This is an optimization exercise on Yosys and OpenROAD, whose aim is small area, a short achievable clock period and few clock cycles per item, not a production implementation. In this exercise RTL edits were held to simulation tests only and were not proved equivalent to the original.

### flow/flow/run.sh
#!/bin/bash
# The standard layout, with repair_timing asked for more setup slack than
# the standard margin so that it sizes the paths that set the achieved period.
# The clock period and the constraints are the design's, unchanged.
set -euo pipefail
bash standard.sh SETUP_SLACK_MARGIN=31 finish > standard_make.log 2>&1
### flow/standard.sh
#!/bin/bash
# synth_recipe.tcl (not shown) runs the flow's synth.tcl, then flattens the netlist and writes it again
# the make line also repeats each setting of config.mk as NAME=value (left out here)
make -C /OpenROAD-flow-scripts/flow DESIGN_CONFIG=/design/flow/config.mk WORK_HOME=/design/flow/orfs CLKGATE_MAP_FILE= SYNTH_SCRIPT=/design/flow/synth_recipe.tcl "${@:-finish}"
### flow/config.mk
export PLATFORM = sky130hd
export DESIGN_NAME = crc_helper
export DESIGN_NICKNAME = crc_helper
export VERILOG_FILES = /design/flow/design.v
export SDC_FILE = /design/flow/constraint.sdc
export NUM_CORES = 4
export LEC_CHECK = 0
export CAP_MARGIN = 20
export CORE_MARGIN = 2
export CORE_UTILIZATION = 30
export SLEW_MARGIN = 20
### flow/constraint.sdc
create_clock -name core_clock -period 40.0 [get_ports {clk}]
set_input_delay 8.0000 -clock core_clock [delete_from_list [all_inputs] [get_ports {clk}]]
set_output_delay 8.0000 -clock core_clock [all_outputs]
set_load 0.01 [all_outputs]
### flow/design.v
module crc_helper (
    input  wire        clk,
    input  wire        rst,
    input  wire        start,
    output wire        start_ready,
    input  wire [7:0]  fn,
    input  wire [13:0] len,
    input  wire [63:0] poly,
    input  wire [63:0] init,
    input  wire [63:0] xorout,
    input  wire [31:0] cfg,
    input  wire [15:0] oldw,
    input  wire [15:0] neww,
    input  wire        in_valid,
    output wire        in_ready,
    input  wire [63:0] in_data,
    output reg         done,
    output wire [7:0]  status,
    output reg  [63:0] result
);
    reg         s_idle, s_dec, s_aln, s_run, s_out, s_fin;
    reg         ir;           
    reg         bad_r;        
    reg  [7:0]  fnr;
    reg  [6:0]  wr;
    reg         rin_r, rout_r, rsv_r;
    reg  [13:0] rem;          
    reg  [63:0] dreg;         
    reg  [3:0]  dbytes;       
    reg  [5:0]  cnt;          
    reg  [63:0] crc;          
    reg  [63:0] p;            
    reg         refin, kded, ksum;
    reg         k_crc32;
    reg         k_crc32c;
    reg         k_crc8;
    assign start_ready = s_idle;
    assign in_ready    = ir;
    assign status      = {5'd0, bad_r, 2'd0};
    wire f32   = (fnr == 8'h01);
    wire f32c  = (fnr == 8'h02);
    wire f8    = (fnr == 8'h03);
    wire f16   = (fnr == 8'h04);
    wire f32k  = (fnr == 8'h05);
    wire f64   = (fnr == 8'h06);
    wire fprog = (fnr == 8'h07);
    wire fcsum = (fnr == 8'h10);
    wire fupd  = (fnr == 8'h11);
    wire fcrc  = f32 | f32c | f8 | f16 | f32k | f64 | fprog;
    wire fsum  = fcsum | fupd;
    wire fded  = f32 | f32c | f8;
    wire refout = fprog ? rout_r : (f32 | f32c | f32k);
    wire refin_d = fprog ? rin_r : (f32 | f32c | f32k);
    wire bad = ~(fcrc | fsum)
             | ((fcrc | fcsum) & (rem > 14'd9216))
             | (fprog & ((wr < 7'd8) | (wr > 7'd64) | rsv_r));
    reg [63:0] cinit, cpoly;
    always @* begin
        cinit = 64'd0; cpoly = 64'd0;
        if (f32)  begin cinit = 64'hFFFFFFFF_00000000; cpoly = 64'h04C11DB7_00000000; end
        if (f32c) begin cinit = 64'hFFFFFFFF_00000000; cpoly = 64'h1EDC6F41_00000000; end
        if (f8)   begin cinit = 64'hFF000000_00000000; cpoly = 64'h1D000000_00000000; end
        if (f16)  begin cinit = 64'hFFFF0000_00000000; cpoly = 64'h10210000_00000000; end
        if (f32k) begin cinit = 64'hFFFFFFFF_00000000; cpoly = 64'hF4ACFB13_00000000; end
        if (f64)  begin cinit = 64'd0;                 cpoly = 64'h42F0E1EB_A9EA3693; end
    end
    function [7:0] rev8(input [7:0] x);
        integer k;
        for (k = 0; k < 8; k = k + 1) rev8[k] = x[7 - k];
    endfunction
    function [63:0] gbyte(input [63:0] r, input [7:0] b, input [63:0] pp);
        integer k;
        reg fb;
        begin
            for (k = 7; k >= 0; k = k - 1) begin
                fb = r[63] ^ b[k];
                r = {r[62:0], 1'b0} ^ (fb ? pp : 64'd0);
            end
            gbyte = r;
        end
    endfunction
    function [31:0] m_crc32;
        input [31:0] r;
        input [63:0] d;
        begin
            m_crc32[0] = ^(r & 32'hb4e5b025) ^ ^(d & 64'h411601f725b0e5b4);
            m_crc32[1] = ^(r & 32'hdd2ed06e) ^ ^(d & 64'hc33a03196ed02edd);
            m_crc32[2] = ^(r & 32'h0eb810f9) ^ ^(d & 64'hc76307c5f910b80e);
            m_crc32[3] = ^(r & 32'h1d7021f3) ^ ^(d & 64'h8ec70e8af321701d);
            m_crc32[4] = ^(r & 32'h8e05f3c2) ^ ^(d & 64'h5d991ce3c2f3058e);
            m_crc32[5] = ^(r & 32'ha8ee57a0) ^ ^(d & 64'hfb243831a057eea8);
            m_crc32[6] = ^(r & 32'h51dcaf40) ^ ^(d & 64'hf649706240afdc51);
            m_crc32[7] = ^(r & 32'h175ceea5) ^ ^(d & 64'had85e133a5ee5c17);
            m_crc32[8] = ^(r & 32'h9a5c6d6f) ^ ^(d & 64'h1b1dc2906f6d5c9a);
            m_crc32[9] = ^(r & 32'h34b8dadf) ^ ^(d & 64'h363a8421dfdab834);
            m_crc32[10] = ^(r & 32'hdd94059b) ^ ^(d & 64'h2d6209b49b0594dd);
            m_crc32[11] = ^(r & 32'h0fcdbb12) ^ ^(d & 64'h1bd2139f12bbcd0f);
            m_crc32[12] = ^(r & 32'hab7ec600) ^ ^(d & 64'h77b226c900c67eab);
            m_crc32[13] = ^(r & 32'h56fd8c01) ^ ^(d & 64'hee644d92018cfd56);
            m_crc32[14] = ^(r & 32'hadfb1803) ^ ^(d & 64'hdcc99a240318fbad);
            m_crc32[15] = ^(r & 32'h5bf63006) ^ ^(d & 64'hb89335490630f65b);
            m_crc32[16] = ^(r & 32'h0309d029) ^ ^(d & 64'h31316a6529d00903);
            m_crc32[17] = ^(r & 32'h0613a052) ^ ^(d & 64'h6262d4ca52a01306);
            m_crc32[18] = ^(r & 32'h0c2740a5) ^ ^(d & 64'hc4c4a895a540270c);
            m_crc32[19] = ^(r & 32'h184e814b) ^ ^(d & 64'h8889512b4b814e18);
            m_crc32[20] = ^(r & 32'h309d0296) ^ ^(d & 64'h1013a35696029d30);
            m_crc32[21] = ^(r & 32'h613a052c) ^ ^(d & 64'h202646ad2c053a61);
            m_crc32[22] = ^(r & 32'h7691ba7c) ^ ^(d & 64'h015a8dad7cba9176);
            m_crc32[23] = ^(r & 32'h59c6c4dc) ^ ^(d & 64'h43a21bacdcc4c659);
            m_crc32[24] = ^(r & 32'hb38d89b9) ^ ^(d & 64'h86443758b9898db3);
            m_crc32[25] = ^(r & 32'h671b1372) ^ ^(d & 64'h0c896eb072131b67);
            m_crc32[26] = ^(r & 32'h7ad396c0) ^ ^(d & 64'h5904dc97c096d37a);
            m_crc32[27] = ^(r & 32'hf5a72d81) ^ ^(d & 64'hb208b82f812da7f5);
            m_crc32[28] = ^(r & 32'heb4e5b02) ^ ^(d & 64'h6411705f025b4eeb);
            m_crc32[29] = ^(r & 32'hd69cb604) ^ ^(d & 64'hc822e0be04b69cd6);
            m_crc32[30] = ^(r & 32'had396c09) ^ ^(d & 64'h9045c07d096c39ad);
            m_crc32[31] = ^(r & 32'h5a72d812) ^ ^(d & 64'h208b80fb12d8725a);
        end
    endfunction
    function [31:0] m_crc32c;
        input [31:0] r;
        input [63:0] d;
        begin
            m_crc32c[0] = ^(r & 32'h4869ec38) ^ ^(d & 64'hf113a7de38ec6948);
            m_crc32c[1] = ^(r & 32'h90d3d871) ^ ^(d & 64'he2274ebd71d8d390);
            m_crc32c[2] = ^(r & 32'h21a7b0e3) ^ ^(d & 64'hc44f9c7ae3b0a721);
            m_crc32c[3] = ^(r & 32'h434f61c6) ^ ^(d & 64'h889f38f5c6614f43);
            m_crc32c[4] = ^(r & 32'h869ec38d) ^ ^(d & 64'h103f71ea8dc39e86);
            m_crc32c[5] = ^(r & 32'h0d3d871b) ^ ^(d & 64'h207ee2d41b873d0d);
            m_crc32c[6] = ^(r & 32'h5212e20f) ^ ^(d & 64'hb1ef63770fe21252);
            m_crc32c[7] = ^(r & 32'ha425c41e) ^ ^(d & 64'h62dfc7ee1ec425a4);
            m_crc32c[8] = ^(r & 32'h00226405) ^ ^(d & 64'h35ad280305642200);
            m_crc32c[9] = ^(r & 32'h482d2432) ^ ^(d & 64'h9b49f6d832242d48);
            m_crc32c[10] = ^(r & 32'hd833a45d) ^ ^(d & 64'hc7804b6f5da433d8);
            m_crc32c[11] = ^(r & 32'hf80ea482) ^ ^(d & 64'h7f12300082a40ef8);
            m_crc32c[12] = ^(r & 32'hf01d4904) ^ ^(d & 64'hfe24600004491df0);
            m_crc32c[13] = ^(r & 32'ha8537e30) ^ ^(d & 64'h0d5a67de307e53a8);
            m_crc32c[14] = ^(r & 32'h18cf1059) ^ ^(d & 64'heba769625910cf18);
            m_crc32c[15] = ^(r & 32'h319e20b2) ^ ^(d & 64'hd64fd3c4b2209e31);
            m_crc32c[16] = ^(r & 32'h633c4165) ^ ^(d & 64'hac9fa68965413c63);
            m_crc32c[17] = ^(r & 32'hc67882cb) ^ ^(d & 64'h583f4d13cb8278c6);
            m_crc32c[18] = ^(r & 32'hc498e9ae) ^ ^(d & 64'h416d3df8aee998c4);
            m_crc32c[19] = ^(r & 32'hc1583f65) ^ ^(d & 64'h73c9dd2e653f58c1);
            m_crc32c[20] = ^(r & 32'hcad992f2) ^ ^(d & 64'h17811c83f292d9ca);
            m_crc32c[21] = ^(r & 32'h95b325e5) ^ ^(d & 64'h2e023906e525b395);
            m_crc32c[22] = ^(r & 32'h630fa7f2) ^ ^(d & 64'had17d5d2f2a70f63);
            m_crc32c[23] = ^(r & 32'h8e76a3dd) ^ ^(d & 64'hab3c0d7bdda3768e);
            m_crc32c[24] = ^(r & 32'h1ced47ba) ^ ^(d & 64'h56791af6ba47ed1c);
            m_crc32c[25] = ^(r & 32'h71b3634d) ^ ^(d & 64'h5de193324d63b371);
            m_crc32c[26] = ^(r & 32'hab0f2aa2) ^ ^(d & 64'h4bd180bba22a0fab);
            m_crc32c[27] = ^(r & 32'h1e77b97d) ^ ^(d & 64'h67b1a6a97db9771e);
            m_crc32c[28] = ^(r & 32'h74869ec3) ^ ^(d & 64'h3f71ea8dc39e8674);
            m_crc32c[29] = ^(r & 32'he90d3d87) ^ ^(d & 64'h7ee2d41b873d0de9);
            m_crc32c[30] = ^(r & 32'hd21a7b0e) ^ ^(d & 64'hfcc4a9370e7b1ad2);
            m_crc32c[31] = ^(r & 32'ha434f61c) ^ ^(d & 64'hf889536f1cf634a4);
        end
    endfunction
    function [7:0] m_crc8;
        input [7:0] r;
        input [63:0] d;
        begin
            m_crc8[0] = ^(r & 8'h35) ^ ^(d & 64'h71a40393ec04b535);
            m_crc8[1] = ^(r & 8'h6b) ^ ^(d & 64'he2480726d9096a6b);
            m_crc8[2] = ^(r & 8'he3) ^ ^(d & 64'hb5350ddf5e1761e3);
            m_crc8[3] = ^(r & 8'hf3) ^ ^(d & 64'h1bcf192d512a77f3);
            m_crc8[4] = ^(r & 8'hd3) ^ ^(d & 64'h473a30c94e505bd3);
            m_crc8[5] = ^(r & 8'ha6) ^ ^(d & 64'h8e7460929da0b6a6);
            m_crc8[6] = ^(r & 8'h4d) ^ ^(d & 64'h1ce9c0243b416d4d);
            m_crc8[7] = ^(r & 8'h9a) ^ ^(d & 64'h38d281497682da9a);
        end
    endfunction
    wire [63:0] g1  = gbyte(crc, dreg[7:0],  p);
    wire [63:0] g2  = gbyte(g1,  dreg[15:8], p);
    wire [63:0] gout = (dbytes == 4'd1) ? g1 : g2;
    wire [31:0] e_crc32 = m_crc32(crc[63:32], dreg);
    wire [31:0] e_crc32c = m_crc32c(crc[63:32], dreg);
    wire [7:0] e_crc8 = m_crc8(crc[63:56], dreg);
    reg  [28:0] acc_n;
    reg  [7:0]  bm;
    integer i;
    always @* begin
        for (i = 0; i < 8; i = i + 1) bm[i] = (i < dbytes);
        acc_n = crc[28:0];
        for (i = 0; i < 4; i = i + 1)
            acc_n = acc_n + {13'd0, (bm[2*i]   ? dreg[16*i +: 8]     : 8'd0),
                                    (bm[2*i+1] ? dreg[16*i + 8 +: 8] : 8'd0)};
    end
    reg [63:0] rv, wmask, crc_res;
    reg [16:0] cs1;
    reg [15:0] cs2;
    always @* begin
        for (i = 0; i < 64; i = i + 1) rv[i] = crc[63 - i];
        for (i = 0; i < 64; i = i + 1) wmask[i] = (i < wr);
        crc_res = refout ? rv : crc;
        if (fprog) crc_res = crc_res ^ (result & wmask);
        else if (f32 | f32c | f32k) crc_res = crc_res ^ 64'hFFFFFFFF;
        else if (f8) crc_res = crc_res ^ 64'hFF;
        cs1 = {1'b0, crc[15:0]} + {4'd0, crc[28:16]};
        cs2 = cs1[15:0] + {15'd0, cs1[16]};
    end
    wire cap   = in_valid & ir;
    wire rsel  = s_dec ? refin_d : refin;
    reg [63:0] din_rev;
    always @* for (i = 0; i < 64; i = i + 1) din_rev[i] = in_data[(i & ~7) + 7 - (i & 7)];
    wire run   = s_run & (dbytes != 4'd0);
    wire one   = ksum | (kded & (dbytes == 4'd8));    
    wire use_gen = run & ~one;
    wire [3:0]  db_after = run ? ((one | (dbytes <= 4'd2)) ? 4'd0 : dbytes - 4'd2) : dbytes;
    wire [13:0] rem_cap = (rem > 14'd8) ? rem - 14'd8 : 14'd0;
    wire [3:0]  nb_cap  = (rem >= 14'd8) ? 4'd8 : {1'b0, rem[2:0]};
    wire em_cap   = s_dec ? ((nb_cap <= 4'd2) | fsum | (fded & (nb_cap == 4'd8)))
                          : ((nb_cap <= 4'd2) | ksum | (kded & (nb_cap == 4'd8)));
    wire em_nocap = s_dec ? ((db_after <= 4'd2) | fsum | (fded & (db_after == 4'd8)))
                          : ((db_after <= 4'd2) | ksum | (kded & (db_after == 4'd8)));
    wire ir_run_cap   = (rem_cap != 14'd0) & em_cap;
    wire ir_run_nocap = (rem != 14'd0) & em_nocap;
    wire ir_hold_cap   = 1'b0;
    wire ir_hold_nocap = (rem != 14'd0) & (db_after == 4'd0);
    wire [5:0]  rot_w    = fprog ? wr[5:0] : (f8 ? 6'd8 : (f16 ? 6'd16 : 6'd0));
    wire        need_out = fcrc & ~refout & (rot_w != 6'd0);
    wire        aln_last = (cnt == 6'd1) | (cnt == 6'd8);
    wire        go_aln   = fprog & (wr != 7'd64);
    wire        run_end  = (rem == 14'd0) & (db_after == 4'd0);
    reg ir_nc, ir_c;
    always @* begin
        ir_nc = 1'b0; ir_c = 1'b0;
        if (s_dec) begin
            if (go_aln) begin ir_nc = ir_hold_nocap; ir_c = ir_hold_cap; end
            else if (!bad & !fupd) begin ir_nc = ir_run_nocap; ir_c = ir_run_cap; end
        end
        if (s_aln) begin
            if (aln_last) begin ir_nc = ir_run_nocap; ir_c = ir_run_cap; end
            else          begin ir_nc = ir_hold_nocap; ir_c = ir_hold_cap; end
        end
        if (s_run) begin ir_nc = ir_run_nocap; ir_c = ir_run_cap; end
    end
    always @(posedge clk) begin
        if (s_dec) begin
            refin <= refin_d;
            kded  <= fded;
            k_crc32 <= f32;
            k_crc32c <= f32c;
            k_crc8 <= f8;
            ksum  <= fsum;
        end
    end
    always @(posedge clk) begin
        if (rst) begin
            s_idle <= 1'b1;
            s_dec  <= 1'b0;
            s_aln  <= 1'b0;
            s_run  <= 1'b0;
            s_out  <= 1'b0;
            s_fin  <= 1'b0;
            ir     <= 1'b0;
            done   <= 1'b0;
        end else begin
            ir     <= s_idle ? (start & (fn != 8'h11)) : (cap ? ir_c : ir_nc);
            done   <= (s_dec & bad) | s_fin;
            s_idle <= s_idle ? ~start : ((s_dec & bad) | s_fin);
            s_dec  <= s_idle & start;
            s_aln  <= s_dec ? (~bad & ~fupd & go_aln) : (s_aln & ~aln_last);
            s_run  <= (s_dec & ~bad & (fupd | ~go_aln)) | (s_aln & aln_last) | (s_run & ~run_end);
            s_out  <= (s_run & run_end & need_out) | (s_out & ~aln_last);
            s_fin  <= (s_run & run_end & ~need_out) | (s_out & aln_last);
        end
    end
    always @(posedge clk) begin
        if (s_idle)
            dreg <= {16'd0, neww[7:0], neww[15:8], ~oldw[7:0], ~oldw[15:8],
                     ~init[7:0], ~init[15:8]};
        else if (ir)
            dreg <= rsel ? din_rev : in_data;
        else if (use_gen)
            dreg <= {16'd0, dreg[63:16]};
        if (s_idle)     dbytes <= 4'd0;
        else if (s_dec & fupd) dbytes <= 4'd8;
        else            dbytes <= cap ? nb_cap : db_after;
        if (s_idle)     rem <= len;
        else if (s_dec & (bad | fupd)) rem <= 14'd0;
        else if (cap)   rem <= rem_cap;
        if (s_idle) begin
            fnr    <= fn;
            wr     <= cfg[6:0];
            rin_r  <= cfg[12];
            rout_r <= cfg[13];
            rsv_r  <= |(cfg & ~32'h0000_307F);
            crc    <= init;
            p      <= poly;
            result <= xorout;
        end
        if (s_dec) begin
            cnt   <= 6'd0 - {wr[5:0]};    
            bad_r <= bad;
            if (bad)
                result <= 64'd0;
            else if (fupd)
                crc <= 64'd0;
            else if (fcsum)
                crc <= {48'd0, crc[15:0]};
            else if (!fprog) begin
                crc <= cinit;
                p   <= cpoly;
            end
        end
        if (s_aln) begin
            if (cnt >= 6'd8) begin
                crc <= {crc[55:0], 8'd0};
                p   <= {p[55:0], 8'd0};
                cnt <= cnt - 6'd8;
            end else begin
                crc <= {crc[62:0], 1'b0};
                p   <= {p[62:0], 1'b0};
                cnt <= cnt - 6'd1;
            end
        end
        if (s_run) begin
            if (run) begin
                if (ksum)              crc[28:0]  <= acc_n;
                else if (one & k_crc32) crc[63:32] <= e_crc32;
                else if (one & k_crc32c) crc[63:32] <= e_crc32c;
                else if (one) crc[63:56] <= e_crc8;
                else                   crc        <= gout;
            end
            cnt <= rot_w;
        end
        if (s_out) begin
            if (cnt >= 6'd8) begin
                crc <= {crc[55:0], crc[63:56]};
                cnt <= cnt - 6'd8;
            end else begin
                crc <= {crc[62:0], crc[63]};
                cnt <= cnt - 6'd1;
            end
        end
        if (s_fin)
            result <= fupd  ? {48'd0, ~cs2} :
                      fcsum ? {48'd0, cs2}  : crc_res;
    end
endmodule
==> results of run 1 <==
[worst min-delay path: cells and delay by family (launching register included)]
kind / cells / cell delay (ns)
simple gates: 1 / 0.06
flops: 1 / 0.32
compound gates: 1 / 0.07
[what timing repair did]
action | CTS | global route
setup endpoints to repair | 134 | 139
setup buffers | 72 | 35
endpoints found under the hold margin | 0 | 0
gates cloned | 2 | 0
pin swaps | 37 | 57
gates resized for setup | 539 | 118
[worst max path at each step]
| stage | endpoint | from | slack (ns) | cells past startpoint |
|---|---|---|---|---|
| 2_1_floorplan | crc[37]$_DFF_P_ | init[37] | 30.84 | 11 |
| 3_3_place_gp | crc[7]$_DFF_P_ | crc[63]$_DFF_P_ | 29.60 | 30 |
| 3_5_place_dp | crc[7]$_DFF_P_ | crc[63]$_DFF_P_ | 29.51 | 30 |
| 4_1_cts | status[2] | bad_r$_DFFE_PP_ | 30.78 | 1 |
| 5_1_grt | status[2] | bad_r$_DFFE_PP_ | 30.77 | 1 |
| 6_report | status[2] | bad_r$_DFFE_PP_ | 30.81 | 1 |
[layer usage]
layer	global-route usage, %	wire length [um]
met1	43.3	120000
met2	53.0	133000
met3	8.84	34000
met4	21.9	24800
met5	0	70
[cell type report]
cell class                 instances  area share [%]
multi-input combinational       5838            68.4
timing repair buffer             830            12.2
clock buffer                      62            2.05
antenna                           26           0.106
tap                             2204            4.48
sequential                       312            11.8
inverter                          71           0.433
clock inverter                    24           0.585
[stage by stage]
| stage | instances | hold WS (ns) | setup slack (ns) |
|---|---|---|---|
| floorplan | 6816 | 0.508 | 30.84 |
| global placement | 9145 | 0.476 | 29.60 |
| detailed placement | 9145 | 0.476 | 29.51 |
| CTS | 9305 | 0.485 | 30.78 |
| global route | 9357 | 0.496 | 30.77 |
| finish | 9367 | 0.502 | 30.81 |
[cell families after synthesis]
logic type | synth area share [%]
mux | 7.43
other cells | 0.00740
buf+inv | 5.14
flops | 14.1
xor+xnor | 39.5
compound gates | 14.5
fa+ha+maj | 3.08
simple gates | 16.2
[cell usage in the layout (no fill, tap or decap), types with 60 or more instances in the layout]
| cell | synthesis | final |
|---|---|---|
| dfxtp_1 | 221 | 147 |
| edfxtp_1 | 91 | 91 |
| a31oi_1 | 67 | 65 |
| mux2i_1 | 321 | 311 |
| nor3_1 | 69 | 60 |
| inv_1 | 69 | 67 |
| xor2_1 | 341 | 333 |
| dfxtp_2 | 0 | 61 |
| nand2_1 | 1395 | 1391 |
| o22ai_1 | 117 | 113 |
| o21ai_0 | 282 | 255 |
| clkdlybuf4s50_1 | 0 | 309 |
| nor2_1 | 246 | 231 |
| buf_6 | 3 | 70 |
| a21oi_1 | 235 | 217 |
| xnor2_1 | 1862 | 1825 |
| nor2b_1 | 76 | 75 |
| buf_4 | 13 | 400 |
[registers in the layout, summed over array words and instances, names as in the netlist, 4 cells and up]
name and cells:
cnt 6, crc 64, dbytes 4, dreg 64
fnr 8, p 64, rem 14, result 64
wr 7
==> flow_metrics.py, run 1 <==
metrics = {
    "outcome": {
        "status": "finished clean",
    },
    "logic_synthesis": {
        "ys_types": 111,
        "synth_flop_cell": "dfxtp_1",
        "yosys-top-cells-area": "xnor2_1 (32%), nand2_1 (10%), dfxtp_1 (8.7%)",
        "netlist_area_mm2": 0.0507,
        "synth_edf_count": 91,
        "ys_ff_latch": 312,
        "avgSynthCellArea_um2": 7.44,
        "synthArstFlopShare_pct": 0,
        "ys_seq_area_share_pct": 14.1,
        "yosysWarnings": 1,
        "synth_top_area_share_pct": 32.2,
        "synthCells": 6810,
        "synth.most_common_cell": "xnor2_1",
        "yosysTopAreaCell": "xnor2_1",
        "synth_commonest_cells": "xnor2_1 (1862), nand2_1 (1395), clkbuf_1 (438)",
    },
    "sta": {
        "tns_ns": 0,
        "rsz0062_at_grt": "yes",
        "finalMaxSlewViolations": 0,
        "post-route-min-period_ns": 9.19,
        "fin_skew_ns": 0.0388,
        "hold_viol": 0,
        "min_period_over_period_pct": 23.0,
        "relSlewSlack_pct": 7.28,
        "tightest_slew_ns": 1.38,
        "clock.fmax_mhz": 109,
        "setup_viol": 0,
    },
    "clock_network": {
        "cts_sinks": 312,
        "insertion_delay_ns": 0.68,
        "cts_buffers": 46,
        "cts_buffer_depth": 3,
        "htree_num_levels": 2,
        "cts_tree": "done",
        "clk_pin_slew_worst_paths_ns": 0.06,
        "cts_hold_buf": 0,
        "cts_root_buffer": "clkbuf_16",
    },
    "global_route": {
        "antenna_found_initial": 38,
        "overflow": 0,
        "grt_pass1_vias": 50400,
        "track_usage_pct": 34.7,
        "grt_max_degree": 79,
        "grt_first_pass_wirelength_mm": 423,
    },
    "worst_setup_path": {
        "cp_top_family": "flip-flops",
        "cp_num_buf_inv": 1,
        "reg2reg_depth": 29,
        "r2r-start": "dreg[6]$_DFFE_PP_",
        "end_kind": "primary output",
        "r2r_end": "crc[36]$_DFF_P_",
        "critPathSlowestCell": "edfxtp_1",
        "max_stage_delay_ns": 0.38,
        "critPathRequiredTime_ns": 32.00,
        "ff2ff_setup_slack_ns": 31.18,
        "cp-start-kind": "flop",
        "cp_cell_sequence": "buf_6",
        "critical_path.max_fanout": 1,
        "path_class": "reg -> out",
        "crit_arrival_ns": 1.19,
    },
    "route": {
        "routed_via_density": 5.79,
        "drc_errors": 0,
        "firstDrtPassIters": 7,
        "ant_nets": 0,
        "totalWireLength_mm": 312,
        "wire_per_inst_um": 33.3,
        "vias": 54300,
        "drtIter0Drc": 8031,
    },
    "finish": {
        "syn_to_final_growth_pct": 21.5,
        "seq_area_mm2": 0.00728,
        "drive_gt1_share_pct": 12.8,
        "fin_nets": 7541,
        "fin_area_mm2": 0.0616,
        "multi_input_area_mm2": 0.0421,
        "nFillCells": 17500,
        "fin_util_pct": 36.8,
    },
    "placed_design": {
        "io_buffers": 413,
        "hpwlAfterDp_mm": 233,
        "post_dp_cell_area_mm2": 0.0581,
        "gp_congestion": 1.06,
    },
    "run": {
        "drv_cap": 0,
    },
    "floorplan": {
        "ioPinCount": 421,
        "die_x_um": 415,
        "die_area_mm2": 0.172,
        "floorplan.rows": 150,
        "die_y_um": 415,
        "core_region_area_mm2": 0.167,
        "start_util_pct": 30.3,
    },
    "hold_path": {
        "hp-start": "p[58]$_DFF_P_",
        "whs_path_depth": 2,
        "hp-class": "reg -> reg",
        "whs_endpoint": "p[59]$_DFF_P_",
    },
}
Testbench counts, summed over its fixed seeds: cycles 51,748, bytes 249,318.
==> run 2: changes to the inputs <==
==> flow/run.sh (new file) <==
#!/bin/bash
# synth_recipe.tcl (not shown) runs the flow's synth.tcl, then flattens the netlist and writes it again
# the make line also repeats each setting of config.mk as NAME=value (left out here)
make -C /OpenROAD-flow-scripts/flow DESIGN_CONFIG=/design/flow/config.mk WORK_HOME=/design/flow/orfs CLKGATE_MAP_FILE= SYNTH_SCRIPT=/design/flow/synth_recipe.tcl finish
--- a/flow/config.mk
+++ b/flow/config.mk
@@ -9,3 +9,4 @@
 export CORE_MARGIN = 2
 export CORE_UTILIZATION = 30
+export SETUP_SLACK_MARGIN = 1.5
 export SLEW_MARGIN = 20
removed: flow/flow/run.sh
removed: flow/standard.sh
==> run 2 against run 1 <==
  * Critical endpoint is now crc[9]$_DFF_P_
  * Sequential share of layout area up 0.15 points
  * Non-clock buffer count down 105
  * Area after synthesis unchanged
  * Design area down 2.8%
  * Cell count down 1.1%
  * Clock skew up 0.018 ns
  * Global-route usage down 0.74 points
==> flow_metrics.py, run 2 <==
metrics = {
    "route": {
        "firstDrtPassIters": 7,
        "vias": 53300,
        "routed_via_density": 5.76,
        "ant_nets": 0,
        "drc_errors": 0,
        "wire_per_inst_um": 33.0,
        "drtIter0Drc": 8061,
        "totalWireLength_mm": 305,
    },
    "hold_path": {
        "hp-start": "p[11]$_DFF_P_",
        "whs_path_depth": 2,
        "whs_endpoint": "p[12]$_DFF_P_",
        "hp-class": "reg -> reg",
    },
    "worst_setup_path": {
        "crit_start": "crc[63]$_DFF_P_",
        "critPathRequiredTime_ns": 40.56,
        "end_kind": "flop",
        "cp_common_cell": "buf_4",
        "r2r-start": "crc[63]$_DFF_P_",
        "crit_arrival_ns": 11.41,
        "reg2reg_depth": 31,
        "ff2ff_setup_slack_ns": 29.15,
        "critPathSlowestCell": "dfxtp_1",
        "max_stage_delay_ns": 0.95,
        "critical_path.max_fanout": 39,
        "r2r_end": "crc[9]$_DFF_P_",
        "path_class": "reg -> reg",
        "cp-start-kind": "flop",
    },
    "clock_network": {
        "cts_buffer_depth": 3,
        "cts_tree": "done",
        "clk_pin_slew_worst_paths_ns": 0.06,
        "htree_num_levels": 2,
        "cts_hold_buf": 0,
        "insertion_delay_ns": 0.71,
        "post_cts_buffers": 0,
        "ctsResizeCount": 0,
        "cts_root_buffer": "clkbuf_16",
        "cts_buffers": 47,
        "cts_sinks": 312,
    },
    "logic_synthesis": {
        "synthCells": 6810,
        "avgSynthCellArea_um2": 7.44,
        "synth_flop_cell": "dfxtp_1",
        "ys_types": 111,
        "synthArstFlopShare_pct": 0,
        "synth.most_common_cell": "xnor2_1",
        "netlist_area_mm2": 0.0507,
        "ys_ff_latch": 312,
        "yosysWarnings": 1,
        "yosysTopAreaCell": "xnor2_1",
        "synth_commonest_cells": "xnor2_1 (1862), nand2_1 (1395), clkbuf_1 (438)",
        "synth_edf_count": 91,
        "yosys-top-cells-area": "xnor2_1 (32%), nand2_1 (10%), dfxtp_1 (8.7%)",
        "synth_top_area_share_pct": 32.2,
        "ys_seq_area_share_pct": 14.1,
    },
    "placed_design": {
        "gp_congestion": 1.06,
        "io_buffers": 413,
        "hpwlAfterDp_mm": 230,
    },
    "sta": {
        "finalMaxSlewViolations": 0,
        "min_period_over_period_pct": 27.1,
        "setup_viol": 0,
        "fin_skew_ns": 0.0569,
        "tns_ns": 0,
        "relSlewSlack_pct": 16.6,
        "rsz0062_at_grt": "no",
        "clock.fmax_mhz": 92.2,
        "hold_viol": 0,
        "post-route-min-period_ns": 10.85,
        "tightest_slew_ns": 1.25,
    },
    "finish": {
        "final_common_cell": "xnor2_1",
        "fin_nets": 7435,
        "drive_gt1_share_pct": 8.06,
        "nFillCells": 17500,
        "syn_to_final_growth_pct": 18.2,
        "layout_common_cells": "xnor2_1 (1829), nand2_1 (1393), clkdlybuf4s50_1 (413), xor2_1 (331), mux2i_1 (321)",
    },
    "outcome": {
        "status": "finished clean",
    },
    "global_route": {
        "grt_pass1_vias": 49600,
        "grt_max_degree": 79,
        "antenna_found_initial": 33,
        "grt_first_pass_wirelength_mm": 415,
        "overflow": 0,
        "track_usage_pct": 33.9,
    },
    "floorplan": {
        "floorplan.rows": 150,
        "die_y_um": 415,
        "ioPinCount": 421,
        "start_util_pct": 30.3,
        "die_x_um": 415,
        "core_region_area_mm2": 0.167,
        "die_area_mm2": 0.172,
    },
    "run": {
        "drv_cap": 0,
    },
}
## run 2: worst max-delay path by stage
stage / endpoint / slack (ns) / depth (start not counted)
after global routing: crc[23]$_DFF_P_ / 28.76 / 29
after CTS: crc[9]$_DFF_P_ / 29.44 / 29
after global placement: crc[9]$_DFF_P_ / 29.63 / 29
final: crc[9]$_DFF_P_ / 29.15 / 31
after detailed placement: crc[9]$_DFF_P_ / 29.47 / 29
after floorplan: crc[37]$_DFF_P_ / 30.74 / 11
## run 2: cells by family (layout without fill, tap and decap cells)
group                    count (synthesis)  in the layout  share of synthesized area [%]
AO/OA/AOI/OAI                         1152           1152                           14.5
XOR/XNOR                              2235           2235                           39.5
adder cells (fa/ha/maj)                 96             96                           3.08
buffers and inverters                  668            884                           5.14
flip-flops                             312            312                           14.1
multiplexers                           370            370                           7.43
other                                    1             35                        0.00740
AND/OR/NAND/NOR                       1976           1976                           16.2
## run 2: routing by layer
metal  share of wire (%)  routed length [um]  GRT usage [%]  vias to the layer above
li1                    -                   -              -                    22900
met1                  38              117000           42.5                    25700
met2                  43              130000           51.7                     3733
met3                  11               33500           8.45                     1006
met4                 8.2               24900           21.9                        8
met5               0.015                  46              0                        -
## run 2: area by class of cell
type                       instances  area (um^2)  share of cell area [%]
antenna                           28         70.1                   0.117
clock buffer                      59         1310                    2.18
clock inverter                    29          378                   0.631
inverter                          71          267                   0.445
multi-input combinational       5836        41400                    69.2
sequential                       312         7170                    12.0
tap                             2204         2760                    4.61
timing repair buffer             725         6480                    10.8
## run 2: per-stage QoR
stage	area (um^2)	util, %	hold WS (ns)	worst slack [ns]	instances
floorplan	50700	-	0.508	30.74	6816
global placement	58100	34.7	0.489	29.63	9146
detailed placement	58100	34.7	0.509	29.47	9148
CTS	59800	35.7	0.517	29.44	9236
global route	59800	35.7	0.531	28.76	9252
finish	59900	35.8	0.511	29.15	9264
## run 2: worst max-delay path, delay by kind of cell (launching register included)
| kind | cells | cell delay (ns) |
|---|---|---|
| AO/OA/AOI/OAI | 11 | 2.69 |
| AND/OR/NAND/NOR | 5 | 1.46 |
| buffers and inverters | 7 | 3.15 |
| XOR/XNOR | 7 | 1.97 |
| multiplexers | 1 | 0.41 |
| flip-flops | 1 | 0.95 |
==> run 3: changes to the inputs <==
--- a/flow/design.v
+++ b/flow/design.v
@@ -65,8 +65,4 @@
         if (f64)  begin cinit = 64'd0;                 cpoly = 64'h42F0E1EB_A9EA3693; end
     end
-    function [7:0] rev8(input [7:0] x);
-        integer k;
-        for (k = 0; k < 8; k = k + 1) rev8[k] = x[7 - k];
-    endfunction
     function [63:0] gbyte(input [63:0] r, input [7:0] b, input [63:0] pp);
         integer k;
@@ -304,15 +300,17 @@
             end
         end
-        if (s_aln) begin
+        if (s_aln | s_out) begin
             if (cnt >= 6'd8) begin
-                crc <= {crc[55:0], 8'd0};
-                p   <= {p[55:0], 8'd0};
+                crc <= {crc[55:0], s_out ? crc[63:56] : 8'd0};
                 cnt <= cnt - 6'd8;
             end else begin
-                crc <= {crc[62:0], 1'b0};
-                p   <= {p[62:0], 1'b0};
+                crc <= {crc[62:0], s_out & crc[63]};
                 cnt <= cnt - 6'd1;
             end
         end
+        if (s_aln) begin
+            if (cnt >= 6'd8) p <= {p[55:0], 8'd0};
+            else             p <= {p[62:0], 1'b0};
+        end
         if (s_run) begin
             if (run) begin
@@ -325,13 +323,4 @@
             cnt <= rot_w;
         end
-        if (s_out) begin
-            if (cnt >= 6'd8) begin
-                crc <= {crc[55:0], crc[63:56]};
-                cnt <= cnt - 6'd8;
-            end else begin
-                crc <= {crc[62:0], crc[63]};
-                cnt <= cnt - 6'd1;
-            end
-        end
         if (s_fin)
             result <= fupd  ? {48'd0, ~cs2} :
==> flow/flow/run.sh (new file) <==
#!/bin/bash
# The standard layout, with repair_timing asked for more setup slack than
# the standard margin so that it sizes the paths that set the achieved period.
# The clock period and the constraints are the design's, unchanged.
set -euo pipefail
bash standard.sh SETUP_SLACK_MARGIN=31 finish > standard_make.log 2>&1
==> flow/standard.sh (new file) <==
#!/bin/bash
# synth_recipe.tcl (not shown) runs the flow's synth.tcl, then flattens the netlist and writes it again
# the make line also repeats each setting of config.mk as NAME=value (left out here)
make -C /OpenROAD-flow-scripts/flow DESIGN_CONFIG=/design/flow/config.mk WORK_HOME=/design/flow/orfs CLKGATE_MAP_FILE= SYNTH_SCRIPT=/design/flow/synth_recipe.tcl "${@:-finish}"
--- a/flow/config.mk
+++ b/flow/config.mk
@@ -9,4 +9,3 @@
 export CORE_MARGIN = 2
 export CORE_UTILIZATION = 30
-export SETUP_SLACK_MARGIN = 1.5
 export SLEW_MARGIN = 20
removed: flow/run.sh
==> run 3 against run 2 <==
  * Still clean on timing, DRC and antenna
  * Setup slack gained 1.7 ns
  * Synthesized cell count shrank 4.2%
  * Clock skew grew 0.028 ns
  * Non-clock buffer count increased by 31
  * Register-to-register slack improved by 2.2 ns
  * Hold slack worse by 0.012 ns
  * Global-route usage down 1.7 points
  * Via count down 6.6%
  * Sequential share of layout area is 0.34 points higher
  * Highest routed layer unchanged
==> flow_metrics.py, run 3 <==
metrics = {
    "global_route": {
        "grt_pass1_vias": 47100,
        "overflow": 0,
        "antenna_found_initial": 9,
        "track_usage_pct": 32.2,
        "grt_first_pass_wirelength_mm": 385,
        "grt_max_degree": 124,
    },
    "worst_setup_path": {
        "cp_top_family": "flip-flops",
        "max_stage_delay_ns": 0.37,
        "cp-start-kind": "flop",
        "critPathRequiredTime_ns": 32.00,
        "end_kind": "primary output",
        "crit_arrival_ns": 1.17,
        "cp_num_buf_inv": 1,
        "path_class": "reg -> out",
        "critPathSlowestCell": "dfxtp_4",
        "cp_cell_sequence": "buf_6",
        "critical_path.max_fanout": 3,
    },
    "logic_synthesis": {
        "synthMuxAreaShare_pct": 7.51,
        "synth_top_area_share_pct": 33.5,
        "ys_types": 104,
        "synthXorXnorAreaFrac_pct": 40.9,
        "netlist_area_mm2": 0.0494,
        "yosys-top-cells-area": "xnor2_1 (34%), nand2_1 (11%), dfxtp_1 (9.0%)",
        "synth_fa_ha_area_share_pct": 3.16,
        "avgSynthCellArea_um2": 7.57,
        "synth.most_common_cell": "xnor2_1",
        "synthArstFlopShare_pct": 0,
        "ys_seq_area_share_pct": 14.5,
        "synthCells": 6526,
        "synth-compound-area-share_pct": 12.5,
        "yosysWarnings": 1,
        "yosysTopAreaCell": "xnor2_1",
        "synth_top_family_by_area": "XOR/XNOR gates",
        "ys_ff_latch": 312,
        "synth_commonest_cells": "xnor2_1 (1890), nand2_1 (1389), clkbuf_1 (415)",
        "yosys.area_share.simple_pct": 16.3,
        "synth_edf_count": 91,
        "synth_flop_cell": "dfxtp_1",
    },
    "route": {
        "totalWireLength_mm": 281,
        "drtIter0Drc": 6808,
        "wire_per_inst_um": 31.3,
        "drc_errors": 0,
        "vias": 49800,
        "firstDrtPassIters": 8,
        "ant_nets": 0,
        "routed_via_density": 5.55,
    },
    "sta": {
        "tightest_slew_ns": 1.35,
        "hold_viol": 0,
        "fin_skew_ns": 0.0847,
        "tns_ns": 0,
        "hold-worst-slack_ns": 0.499,
        "clock.fmax_mhz": 109,
        "min_period_over_period_pct": 22.9,
        "setup_viol": 0,
        "post-route-min-period_ns": 9.17,
        "relSlewSlack_pct": 9.94,
        "rsz0062_at_grt": "yes",
        "timing.final.ws_setup_ns": 30.83,
        "finalMaxSlewViolations": 0,
    },
    "clock_network": {
        "cts_hold_buf": 0,
        "cts_sinks": 312,
        "insertion_delay_ns": 0.71,
        "clk_pin_slew_worst_paths_ns": 0.06,
        "cts_buffers": 47,
        "cts_tree": "done",
        "cts_root_buffer": "clkbuf_16",
        "htree_num_levels": 2,
        "cts_buffer_depth": 3,
    },
    "floorplan": {
        "die_x_um": 410,
        "die_y_um": 410,
        "ioPinCount": 421,
        "die_area_mm2": 0.168,
        "start_util_pct": 30.3,
        "floorplan.rows": 148,
        "core_region_area_mm2": 0.163,
    },
    "placed_design": {
        "dpl_worst_slack_ns": 29.51,
        "io_buffers": 413,
        "hpwlAfterDp_mm": 212,
        "dp_cells": 8821,
        "gp_congestion": 1.05,
        "post_dp_cell_area_mm2": 0.0566,
    },
    "hold_path": {
        "hp-class": "reg -> reg",
    },
    "outcome": {
        "status": "finished clean",
    },
    "finish": {
        "final_common_cell": "xnor2_1",
        "drive_gt1_share_pct": 10.9,
        "fin_area_mm2": 0.0592,
        "layout_common_cells": "xnor2_1 (1861), nand2_1 (1386), mux2i_1 (335), clkdlybuf4s50_1 (333), buf_4 (325)",
        "fin_nets": 7205,
        "fin_cells": 8982,
        "syn_to_final_growth_pct": 19.8,
    },
    "run": {
        "drv_cap": 0,
    },
}
run 3: what timing repair did:
action,in CTS,in global routing
cloned,1,1
gates resized for setup,453,53
endpoints found under the setup margin,133,148
pin swaps,8,23
setup buffers,55,10
run 3: logic make-up (layout without fill, tap and decap cells):
| family | after synthesis | in the layout |
|---|---|---|
| other | 1 | 13 |
| multiplexers | 366 | 366 |
| adder cells (fa/ha/maj) | 96 | 96 |
| AO/OA/AOI/OAI | 936 | 936 |
| XOR/XNOR | 2253 | 2254 |
| buffers and inverters | 632 | 900 |
| flip-flops | 312 | 312 |
| AND/OR/NAND/NOR | 1930 | 1930 |
run 3: cell type report:
cell class,instances,area [um^2]
Antenna cell,6,15.0
Clock buffer,60,1310
Clock inverter,27,265
Fill cell,16900,104000
Inverter,57,214
Multi-Input combinational cell,5589,40400
Sequential cell,312,7290
Tap cell,2175,2720
Timing Repair Buffer,756,6940
run 3: path summary, 6_finish.rpt:
kind                                          from              end  cells after the start  slack [ns]
worst max register to register     crc[63]$_DFF_P_  crc[58]$_DFF_P_                     30       31.36
worst max-delay path            result[11]$_DFF_P_       result[11]                      1       30.83
worst min register to register        p[4]$_DFF_P_     p[5]$_DFF_P_                      2        0.50
worst min-delay path                  p[4]$_DFF_P_     p[5]$_DFF_P_                      2        0.50
run 3: per-layer routing:
metal / share of wire (%) / global-route usage (%) / wire length [um] / vias to the layer above
met1: 40 / 41.7 / 114000 / 24300
li1: - / - / - / 21900
met3: 11 / 8.58 / 29900 / 674
met4: 6.6 / 17.0 / 18700 / 4
met5: 0.0068 / 0 / 19 / -
met2: 42 / 48.5 / 119000 / 2903
run 3: through the flow:
stage	util, %
after floorplan	-
after global placement	34.6
after detailed placement	34.7
after CTS	36.1
after global routing	36.3
final	36.3
Testbench counts of run 3, summed over its fixed seeds: cycles 51,748, bytes 249,318.
==> run 4: changes to the inputs <==
==> flow/flow/run.sh (replaced) <==
#!/bin/bash
# The standard layout, with repair_timing asked for more setup slack than
# the standard margin so that it sizes the paths that set the achieved period,
# ports buffered with buf_2 cells, and larger clock sink clusters (a shallower
# clock tree). The clock period and the constraints are the design's.
set -euo pipefail
bash standard.sh SETUP_SLACK_MARGIN=31 \
    'BUFFER_PORTS_ARGS=-buffer_cell sky130_fd_sc_hd__buf_2' \
    finish > standard_make.log 2>&1
--- a/flow/config.mk
+++ b/flow/config.mk
@@ -8,4 +8,4 @@
 export CAP_MARGIN = 20
 export CORE_MARGIN = 2
-export CORE_UTILIZATION = 30
+export CORE_UTILIZATION = 50
 export SLEW_MARGIN = 20
==> run 4 against run 3 <==
  * Still clean on timing, DRC and antenna
  * Die area fell by 40%
  * Non-clock buffer count is 12 lower
  * Global-route usage grew 17 points
  * Clock-buffer cell count grew 1
  * Sequential share of layout area grew 0.68 points
  * Routed wire length shrank 8.7%
  * First-iteration DRC count up 10%
  * Via count rose by 1.5%
==> flow_metrics.py, run 4 <==
metrics = {
    "floorplan": {
        "die_x_um": 318,
        "core_region_area_mm2": 0.0981,
        "start_util_pct": 50.3,
        "ioPinCount": 421,
        "floorplan.rows": 115,
        "die_area_mm2": 0.101,
        "die_y_um": 318,
    },
    "route": {
        "wire_per_inst_um": 31.8,
        "ant_nets": 0,
        "drc_errors": 0,
        "drtIter0Drc": 7510,
        "vias": 50600,
        "met2_length_mm": 105,
        "top_layer": "met5",
        "wl_met1_mm": 97.6,
        "firstDrtPassIters": 6,
        "met3WireLength_mm": 33.5,
        "routed_via_density": 6.26,
        "totalWireLength_mm": 257,
    },
    "logic_synthesis": {
        "synth.most_common_cell": "xnor2_1",
        "synth_commonest_cells": "xnor2_1 (1890), nand2_1 (1389), clkbuf_1 (415)",
        "avgSynthCellArea_um2": 7.57,
        "ys_seq_area_share_pct": 14.5,
        "ys_types": 104,
        "netlist_area_mm2": 0.0494,
        "synth_flop_cell": "dfxtp_1",
        "yosysWarnings": 1,
        "synthArstFlopShare_pct": 0,
        "ys_ff_latch": 312,
        "synth_top_area_share_pct": 33.5,
        "synthCells": 6526,
        "synth_edf_count": 91,
        "yosysTopAreaCell": "xnor2_1",
        "yosys-top-cells-area": "xnor2_1 (34%), nand2_1 (11%), dfxtp_1 (9.0%)",
    },
    "placed_design": {
        "hpwlAfterDp_mm": 194,
        "io_buffers": 413,
        "gp_congestion": 1.13,
        "dp_cells": 7911,
        "post_dp_cell_area_mm2": 0.0531,
    },
    "hold_path": {
        "whs_endpoint": "p[29]$_DFF_P_",
        "hp-class": "reg -> reg",
        "whs_path_depth": 2,
        "hp-start": "p[28]$_DFF_P_",
    },
    "global_route": {
        "grt_pass1_vias": 47400,
        "overflow": 0,
        "grt_first_pass_wirelength_mm": 357,
        "grt_max_degree": 113,
        "antenna_found_initial": 12,
        "track_usage_pct": 48.7,
    },
    "clock_network": {
        "cts_root_buffer": "clkbuf_16",
        "insertion_delay_ns": 0.65,
        "clk_pin_slew_worst_paths_ns": 0.06,
        "cts_sinks": 312,
        "cts_tree": "done",
        "cts_buffers": 44,
        "htree_num_levels": 2,
        "cts_buffer_depth": 3,
        "cts_hold_buf": 0,
    },
    "sta": {
        "tns_ns": 0,
        "relSlewSlack_pct": 11.0,
        "tightest_slew_ns": 1.33,
        "min_period_over_period_pct": 23.0,
        "rsz0062_at_grt": "yes",
        "post-route-min-period_ns": 9.19,
        "finalMaxSlewViolations": 0,
        "clock.fmax_mhz": 109,
        "hold_viol": 0,
        "fin_skew_ns": 0.0434,
        "setup_viol": 0,
    },
    "worst_setup_path": {
        "cp_top_family": "flip-flops",
        "ff2ff_setup_slack_ns": 31.38,
        "reg2reg_depth": 31,
        "max_stage_delay_ns": 0.39,
        "critical_path.max_fanout": 1,
        "cp_cell_sequence": "buf_2",
        "critPathRequiredTime_ns": 32.00,
        "cp_num_buf_inv": 1,
        "cp-start-kind": "flop",
        "r2r-start": "dreg[7]$_DFFE_PP_",
        "crit_arrival_ns": 1.19,
        "critPathSlowestCell": "edfxtp_1",
        "end_kind": "primary output",
        "r2r_end": "crc[52]$_DFF_P_",
        "path_class": "reg -> out",
    },
    "finish": {
        "syn_to_final_growth_pct": 13.1,
        "final_common_cell": "xnor2_1",
        "layout_common_cells": "xnor2_1 (1865), nand2_1 (1389), buf_2 (346), mux2i_1 (337), xor2_1 (319)",
        "fin_nets": 7192,
        "drive_gt1_share_pct": 15.3,
        "fin_util_pct": 56.9,
        "fin_cells": 8076,
        "fin_area_mm2": 0.0559,
    },
    "outcome": {
        "status": "finished clean",
    },
    "run": {
        "drv_cap": 0,
    },
}
-- run 4: cell counts after synthesis --
No cell type changed its count.
-- run 4: worst max-delay path by stage --
| stage | slack (ns) | end | cells past startpoint | from |
|---|---|---|---|---|
| CTS | 30.78 | status[2] | 1 | bad_r$_DFFE_PP_ |
| detailed placement | 29.59 | crc[23]$_DFF_P_ | 32 | crc[63]$_DFF_P_ |
| floorplan | 30.96 | crc[46]$_DFF_P_ | 7 | init[46] |
| global route | 30.80 | status[2] | 1 | bad_r$_DFFE_PP_ |
| finish | 30.81 | status[2] | 1 | bad_r$_DFFE_PP_ |
| global placement | 29.81 | crc[23]$_DFF_P_ | 32 | crc[63]$_DFF_P_ |
-- run 4: per-layer routing --
layer,GRT usage [%],up-vias
met3,14.6,913
met2,71.7,3714
met4,30.7,14
met1,62.0,24100
li1,-,21900
met5,0,-
-- run 4: area by class of cell --
cell class,count,area [um^2]
sequential,312,7260
clock buffer,61,1230
timing repair buffer,744,5090
antenna,5,12.5
inverter,57,218
fill,9091,42300
clock inverter,19,241
tap,1287,1610
multi-input combinational,5591,40200
-- run 4: timing repair --
item | 4_1_cts | 5_1_grt
gates cloned | 1 | 2
gates resized for setup | 147 | 27
buffers inserted | 61 | 16
pin swaps | 1 | 2
endpoints found under the setup margin | 132 | 132
-- run 4: per-stage QoR --
step | hold slack (ns) | worst slack (ns)
final | 0.501 | 30.81
after detailed placement | 0.497 | 29.59
after global routing | 0.523 | 30.80
after CTS | 0.504 | 30.78
after global placement | 0.481 | 29.81
after floorplan | 0.511 | 30.96
-- run 4: logic make-up (layout without fill, tap and decap cells) --
| group | count (synthesis) | count (layout) | share of synthesized area, % |
|---|---|---|---|
| simple gates | 1930 | 1933 | 16.3 |
| mux | 366 | 366 | 7.51 |
| flops | 312 | 312 | 14.5 |
| other cells | 1 | 12 | 0.00759 |
| xor+xnor | 2253 | 2253 | 40.9 |
| compound gates | 936 | 936 | 12.5 |
| buf+inv | 632 | 881 | 5.08 |
| fa+ha+maj | 96 | 96 | 3.16 |
==> run 5: changes to the inputs <==
--- a/flow/design.v
+++ b/flow/design.v
@@ -263,4 +263,5 @@
     end
     always @(posedge clk) begin
+        bad_r <= s_dec & bad;
         if (s_idle)
             dreg <= {16'd0, neww[7:0], neww[15:8], ~oldw[7:0], ~oldw[15:8],
@@ -288,5 +289,4 @@
         if (s_dec) begin
             cnt   <= 6'd0 - {wr[5:0]};    
-            bad_r <= bad;
             if (bad)
                 result <= 64'd0;
--- a/flow/config.mk
+++ b/flow/config.mk
@@ -8,4 +8,4 @@
 export CAP_MARGIN = 20
 export CORE_MARGIN = 2
-export CORE_UTILIZATION = 50
+export CORE_UTILIZATION = 30
 export SLEW_MARGIN = 20
==> run 5 against run 4 <==
  * Maximum frequency increased by 0.98%
  * Routed wire length increased by 5.8%
  * Flip-flop and latch count unchanged
  * Sequential share of layout area decreased by 0.35 points
==> flow_metrics.py, run 5 <==
metrics = {
    "clock_network": {
        "clk_pin_slew_worst_paths_ns": 0.07,
        "cts_sinks": 312,
        "insertion_delay_ns": 0.63,
        "cts_root_buffer": "clkbuf_16",
        "cts_buffers": 42,
        "cts_buffer_depth": 3,
        "htree_num_levels": 2,
        "cts_tree": "done",
    },
    "sta": {
        "tns_ns": 0,
        "relSlewSlack_pct": 9.07,
        "post-route-min-period_ns": 9.11,
        "hold_viol": 0,
        "tightest_slew_ns": 1.35,
        "min_period_over_period_pct": 22.8,
        "clock.fmax_mhz": 110,
        "rsz0062_at_grt": "yes",
        "finalMaxSlewViolations": 0,
        "timing.final.ws_setup_ns": 30.89,
        "fin_skew_ns": 0.0351,
        "setup_viol": 0,
    },
    "placed_design": {
        "gp_congestion": 1.02,
        "dp_cells": 8946,
        "io_buffers": 413,
        "dpl_worst_slack_ns": 29.92,
        "hpwlAfterDp_mm": 204,
    },
    "finish": {
        "fin_nets": 7326,
        "seq_area_mm2": 0.00726,
        "final_common_cell": "xnor2_1",
        "fin_cells": 9124,
        "syn_to_final_growth_pct": 15.3,
        "layout_common_cells": "xnor2_1 (1750), nand2_1 (1399), buf_4 (355), buf_2 (346), xor2_1 (328)",
        "nFillCells": 17400,
        "drive_gt1_share_pct": 15.5,
        "multi_input_area_mm2": 0.0404,
    },
    "logic_synthesis": {
        "synth_edf_count": 90,
        "synth_top_area_share_pct": 31.2,
        "ys_types": 107,
        "synth_commonest_cells": "xnor2_1 (1771), nand2_1 (1402), clkbuf_1 (415)",
        "synthArstFlopShare_pct": 0,
        "avgSynthCellArea_um2": 7.49,
        "netlist_area_mm2": 0.0498,
        "synthCells": 6644,
        "yosysWarnings": 1,
        "ys_ff_latch": 312,
        "synth.most_common_cell": "xnor2_1",
        "ys_seq_area_share_pct": 14.4,
        "yosys-top-cells-area": "xnor2_1 (31%), nand2_1 (11%), dfxtp_1 (8.9%)",
        "yosysTopAreaCell": "xnor2_1",
        "synth_flop_cell": "dfxtp_1",
    },
    "route": {
        "wire_per_inst_um": 29.8,
        "drtIter0Drc": 8302,
        "totalWireLength_mm": 272,
        "ant_nets": 0,
        "firstDrtPassIters": 7,
        "vias": 51900,
        "routed_via_density": 5.69,
        "drc_errors": 0,
    },
    "global_route": {
        "track_usage_pct": 30.7,
        "grt_pass1_vias": 47700,
        "grt_max_degree": 107,
        "grt_first_pass_wirelength_mm": 375,
        "overflow": 0,
        "antenna_found_initial": 34,
    },
    "floorplan": {
        "die_x_um": 411,
        "core_region_area_mm2": 0.165,
        "die_y_um": 411,
        "die_area_mm2": 0.169,
        "start_util_pct": 30.2,
        "ioPinCount": 421,
        "floorplan.rows": 149,
    },
    "hold_path": {
        "hp-class": "reg -> reg",
    },
    "worst_setup_path": {
        "cp-start-kind": "flop",
        "max_stage_delay_ns": 0.36,
        "cp_num_buf_inv": 1,
        "cp_cell_sequence": "buf_6",
        "critPathSlowestCell": "dfxtp_4",
        "path_class": "reg -> out",
        "end_kind": "primary output",
        "critical_path.max_fanout": 3,
        "crit_arrival_ns": 1.11,
        "critPathRequiredTime_ns": 32.00,
        "cp_top_family": "flip-flops",
    },
    "run": {
        "drv_cap": 0,
    },
    "outcome": {
        "status": "finished clean",
    },
}
==> run 5: cell count changes in the layout (fill, tap and decap cells not counted), moves of 15 or more <==
cell	change
xnor2_1	-115
a21oi_1	+54
buf_4	+37
nor2_1	+27
nand3_1	+26
o211ai_1	-25
a31oi_1	+23
nor3b_1	+23
o21ai_0	-22
mux2i_1	-21
o21ai_1	+18
xnor3_1	+18
inv_1	+17
nor2b_1	-15
==> run 5: final timing paths <==
path                            to  cells past startpoint                   from  slack [ns]
min          dreg[59]$_SDFFE_PP0P_                      2  dreg[59]$_SDFFE_PP0P_        0.51
max                     result[22]                      1     result[22]$_DFF_P_       30.89
min reg2reg  dreg[59]$_SDFFE_PP0P_                      2  dreg[59]$_SDFFE_PP0P_        0.51
max reg2reg        crc[40]$_DFF_P_                     27      dreg[5]$_DFFE_PP_       31.11
==> run 5: worst min-delay path, cell delays in order, from the launching register on <==
cell     delay (ns)
dfxtp_1        0.32
a22oi_1        0.08
nor2_1         0.07
==> run 5: final cells by class <==
class                   count  share of cell area, %
multi-input cells        5676                   70.4
flip-flops and latches    312                   12.6
repair buffers            779                   9.24
well taps                2189                   4.77
clock buffers              50                   1.97
inverters                  72                  0.478
clock inverters            28                  0.447
diodes                     17                 0.0741
repair inverters            1                0.00872
==> run 5: logic make-up (layout without fill, tap and decap cells) <==
logic type                 after synthesis  in the layout  share of synthesized area [%]
adders and majority gates               96             96                           3.14
other                                    1             24                        0.00754
DFF                                    312            312                           14.4
AOI/OAI and AO/OA                     1010           1010                           13.1
xor gates and xnor gates              2151           2151                           39.2
and+or+nand+nor                       2064           2065                           17.8
buffers and inverters                  663            930                           5.34
muxes                                  347            347                           7.07
==> run 5: timing repair <==
action                                  in CTS  in global routing
setup buffers                               60                 21
gates cloned                                 1                  1
gates resized for setup                    146                 28
pin swaps                                    2                  3
hold buffers                                 0                  0
endpoints found under the setup margin     132                131
==> run 5: per-stage QoR <==
step | hold WS [ns] | instance area (um^2) | utilization (%)
final | 0.509 | 57400 | 34.8
after global routing | 0.564 | 57400 | 34.8
after CTS | 0.506 | 57100 | 34.6
after detailed placement | 0.489 | 54700 | 33.2
after global placement | 0.477 | 54600 | 33.2
after floorplan | 0.492 | 49800 | -
==> run 5: metal layers <==
metal	share of wire (%)	vias to the layer above	global-route usage [%]
met5	0.088	-	0.367
met4	5.8	26	14.6
met3	14	695	8.94
met2	41	3862	44.4
met1	40	24900	41.6
li1	-	22400	-
Testbench counts of run 5, summed over its fixed seeds: cycles 51,748, bytes 249,318.
==> run 6: changes to the inputs <==
==> flow/flow/run.sh (replaced) <==
#!/bin/bash
# The standard layout, with repair_timing asked for more setup slack than the
# standard margin so that it sizes the paths that set the achieved period, and
# the ports buffered with buf_2 cells. The clock period and the constraints are
# the design's, unchanged.
set -euo pipefail
bash standard.sh SETUP_SLACK_MARGIN=31 \
    'BUFFER_PORTS_ARGS=-buffer_cell sky130_fd_sc_hd__buf_2' \
    finish > standard_make.log 2>&1
--- a/flow/config.mk
+++ b/flow/config.mk
@@ -8,4 +8,4 @@
 export CAP_MARGIN = 20
 export CORE_MARGIN = 2
-export CORE_UTILIZATION = 30
+export CORE_UTILIZATION = 50
 export SLEW_MARGIN = 20
==> run 6 against run 5 <==
  * First-iteration DRC count up 5.2%
  * Clock skew up 0.0028 ns
  * Still clean
  * Die area down 40%
  * Hold slack worse by 0.034 ns
  * Register-to-register slack better by 0.10 ns
  * Non-clock buffer count down 32
  * Maximum frequency down 0.22%
  * Largest cell class unchanged
  * Clock-buffer cell count up 3
  * Setup slack worse by 0.021 ns
==> flow_metrics.py, run 6 <==
metrics = {
    "outcome": {
        "status": "finished clean",
    },
    "worst_setup_path": {
        "critPathRequiredTime_ns": 32.00,
        "path_class": "reg -> out",
        "end_kind": "primary output",
        "cp_num_buf_inv": 1,
        "max_stage_delay_ns": 0.39,
        "critPathSlowestCell": "dfxtp_4",
        "critical_path.max_fanout": 3,
        "cp-start-kind": "flop",
        "crit_arrival_ns": 1.13,
        "cp_cell_sequence": "buf_6",
        "cp_top_family": "flip-flops",
    },
    "finish": {
        "fin_nets": 7294,
        "drive_gt1_share_pct": 15.2,
        "layout_common_cells": "xnor2_1 (1751), nand2_1 (1399), buf_2 (346), xor2_1 (328), buf_4 (321)",
        "fin_util_pct": 57.0,
        "fin_area_mm2": 0.0562,
        "nFillCells": 9437,
        "syn_to_final_growth_pct": 12.9,
        "final_common_cell": "xnor2_1",
    },
    "logic_synthesis": {
        "yosysWarnings": 1,
        "ys_ff_latch": 312,
        "ys_seq_area_share_pct": 14.4,
        "ys_types": 107,
        "netlist_area_mm2": 0.0498,
        "synth_edf_count": 90,
        "synthCells": 6644,
        "synth_commonest_cells": "xnor2_1 (1771), nand2_1 (1402), clkbuf_1 (415)",
        "avgSynthCellArea_um2": 7.49,
        "synth.most_common_cell": "xnor2_1",
        "synth_top_area_share_pct": 31.2,
        "synth_flop_cell": "dfxtp_1",
        "yosysTopAreaCell": "xnor2_1",
        "synthArstFlopShare_pct": 0,
        "yosys-top-cells-area": "xnor2_1 (31%), nand2_1 (11%), dfxtp_1 (8.9%)",
    },
    "route": {
        "ant_nets": 0,
        "drc_errors": 0,
        "met2_length_mm": 104,
        "vias": 52300,
        "drtIter0Drc": 8732,
        "met3WireLength_mm": 39.1,
        "wl_met1_mm": 98.2,
        "firstDrtPassIters": 9,
        "routed_via_density": 6.38,
        "top_layer": "met5",
        "wire_per_inst_um": 31.9,
        "totalWireLength_mm": 261,
    },
    "placed_design": {
        "hpwlAfterDp_mm": 194,
        "gp_congestion": 1.06,
        "io_buffers": 413,
        "post_dp_cell_area_mm2": 0.0533,
    },
    "sta": {
        "hold-worst-slack_ns": 0.475,
        "tightest_slew_ns": 1.26,
        "finalMaxSlewViolations": 0,
        "relSlewSlack_pct": 15.3,
        "clock.fmax_mhz": 110,
        "tns_ns": 0,
        "setup_viol": 0,
        "post-route-min-period_ns": 9.13,
        "fin_skew_ns": 0.0379,
        "rsz0062_at_grt": "yes",
        "min_period_over_period_pct": 22.8,
        "hold_viol": 0,
    },
    "floorplan": {
        "start_util_pct": 50.5,
        "core_region_area_mm2": 0.0986,
        "die_x_um": 319,
        "ioPinCount": 421,
        "floorplan.rows": 115,
        "die_area_mm2": 0.102,
        "die_y_um": 319,
    },
    "hold_path": {
        "hp-class": "reg -> reg",
    },
    "clock_network": {
        "cts_buffer_depth": 3,
        "cts_buffers": 41,
        "cts_sinks": 312,
        "clk_pin_slew_worst_paths_ns": 0.07,
        "htree_num_levels": 2,
        "insertion_delay_ns": 0.62,
        "cts_tree": "done",
        "cts_root_buffer": "clkbuf_16",
    },
    "global_route": {
        "grt_max_degree": 85,
        "track_usage_pct": 49.3,
        "overflow": 0,
        "grt_pass1_vias": 47400,
        "grt_first_pass_wirelength_mm": 363,
        "antenna_found_initial": 35,
    },
    "run": {
        "drv_cap": 0,
    },
}
==> run 6: what timing repair did <==
item	4_1_cts	5_1_grt
hold buffers	0	0
gates resized for setup	153	25
cloned	2	1
endpoints found under the setup margin	132	112
pin swaps	4	2
buffers inserted	62	13
==> run 6: final cells by class <==
class	count	area [um^2]	share of cell area (%)
Timing Repair inverter	1	5.00	0.00891
Multi-Input combinational cell	5677	40400	72.0
Inverter	72	274	0.488
Tap cell	1287	1610	2.87
Timing Repair Buffer	747	5080	9.05
Clock buffer	53	1150	2.05
Antenna cell	24	60.1	0.107
Clock inverter	21	283	0.503
Sequential cell	312	7250	12.9
==> run 6: logic make-up after synthesis <==
group | count (synthesis) | share of synthesized area, %
AOI/OAI and AO/OA | 1010 | 13.1
DFF | 312 | 14.4
muxes | 347 | 7.07
and+or+nand+nor | 2064 | 17.8
adders and majority gates | 96 | 3.14
buffers and inverters | 663 | 5.34
xor gates and xnor gates | 2151 | 39.2
other | 1 | 0.00754
==> run 6: tightest hold or removal path, delay by kind of cell (launching register included) <==
family | cells | cell delay, ns
compound gates | 1 | 0.07
flops | 1 | 0.31
simple gates | 1 | 0.06
==> run 6: per-layer routing <==
metal | up-vias | GRT usage (%)
li1 | 22400 | -
met2 | 4330 | 69.5
met3 | 882 | 15.7
met4 | 22 | 30.5
met5 | - | 0
met1 | 24700 | 64.9
==> run 6: path summary, 6_finish.rpt <==
kind                      startpoint               to  slack [ns]  cells after the start
setup / recovery  result[21]$_DFF_P_       result[21]       30.87                      1
hold reg to reg        p[55]$_DFF_P_    p[56]$_DFF_P_        0.47                      2
setup reg to reg   dreg[5]$_DFFE_PP_  crc[60]$_DFF_P_       31.21                     25
hold / removal         p[55]$_DFF_P_    p[56]$_DFF_P_        0.47                      2
==> run 6: through the flow <==
| step | std cells | setup slack [ns] |
|---|---|---|
| after CTS | 8156 | 30.88 |
| after global placement | 8018 | 30.09 |
| after floorplan | 6650 | 31.01 |
| after global routing | 8184 | 30.88 |
| after detailed placement | 8018 | 29.98 |
| final | 8194 | 30.87 |

## port drivers added, routing unchanged
Ports are ideal in the flow. The routed layouts listed here were re-timed in OpenROAD.
Step 1 assumes that a clkbuf_16 drives the clock port and a buf_2 every other input.
Step 2 also shifts input and output timing later by t, the mid clock arrival at the registers, as if the neighbouring blocks saw the same clock.
Three values: ideal, step 1, step 2; two values: the first two.
| run | t, ns | setup WS [ns] | hold WS [ns] | latest minus earliest clock arrival (ns) | slew at the worst register clock pin (ns) |
|---|---|---|---|---|---|
| run 1 | 0.751 | 30.805 / 30.716 / 30.201 | 0.502 / 0.502 / 0.502 | 0.041 / 0.040 | 0.07 / 0.07 |
| run 2 | 0.766 | 29.153 / 29.153 / 29.153 | 0.511 / 0.511 / 0.511 | 0.057 / 0.057 | 0.08 / 0.08 |
| run 3 | 0.754 | 30.831 / 30.742 / 30.247 | 0.499 / 0.499 / 0.499 | 0.084 / 0.085 | 0.08 / 0.08 |
| run 4 | 0.710 | 30.805 / 30.725 / 30.454 | 0.501 / 0.501 / 0.501 | 0.043 / 0.044 | 0.06 / 0.06 |
| run 5 | 0.701 | 30.894 / 30.805 / 30.355 | 0.509 / 0.509 / 0.509 | 0.035 / 0.035 | 0.07 / 0.07 |
| run 6 | 0.685 | 30.874 / 30.793 / 30.416 | 0.475 / 0.475 / 0.475 | 0.041 / 0.041 | 0.08 / 0.08 |
After both steps setup and hold are still met in every run listed. The setup slack of run 1, which loses most, moves by -0.089 ns with the drivers and by -0.604 ns with both steps.
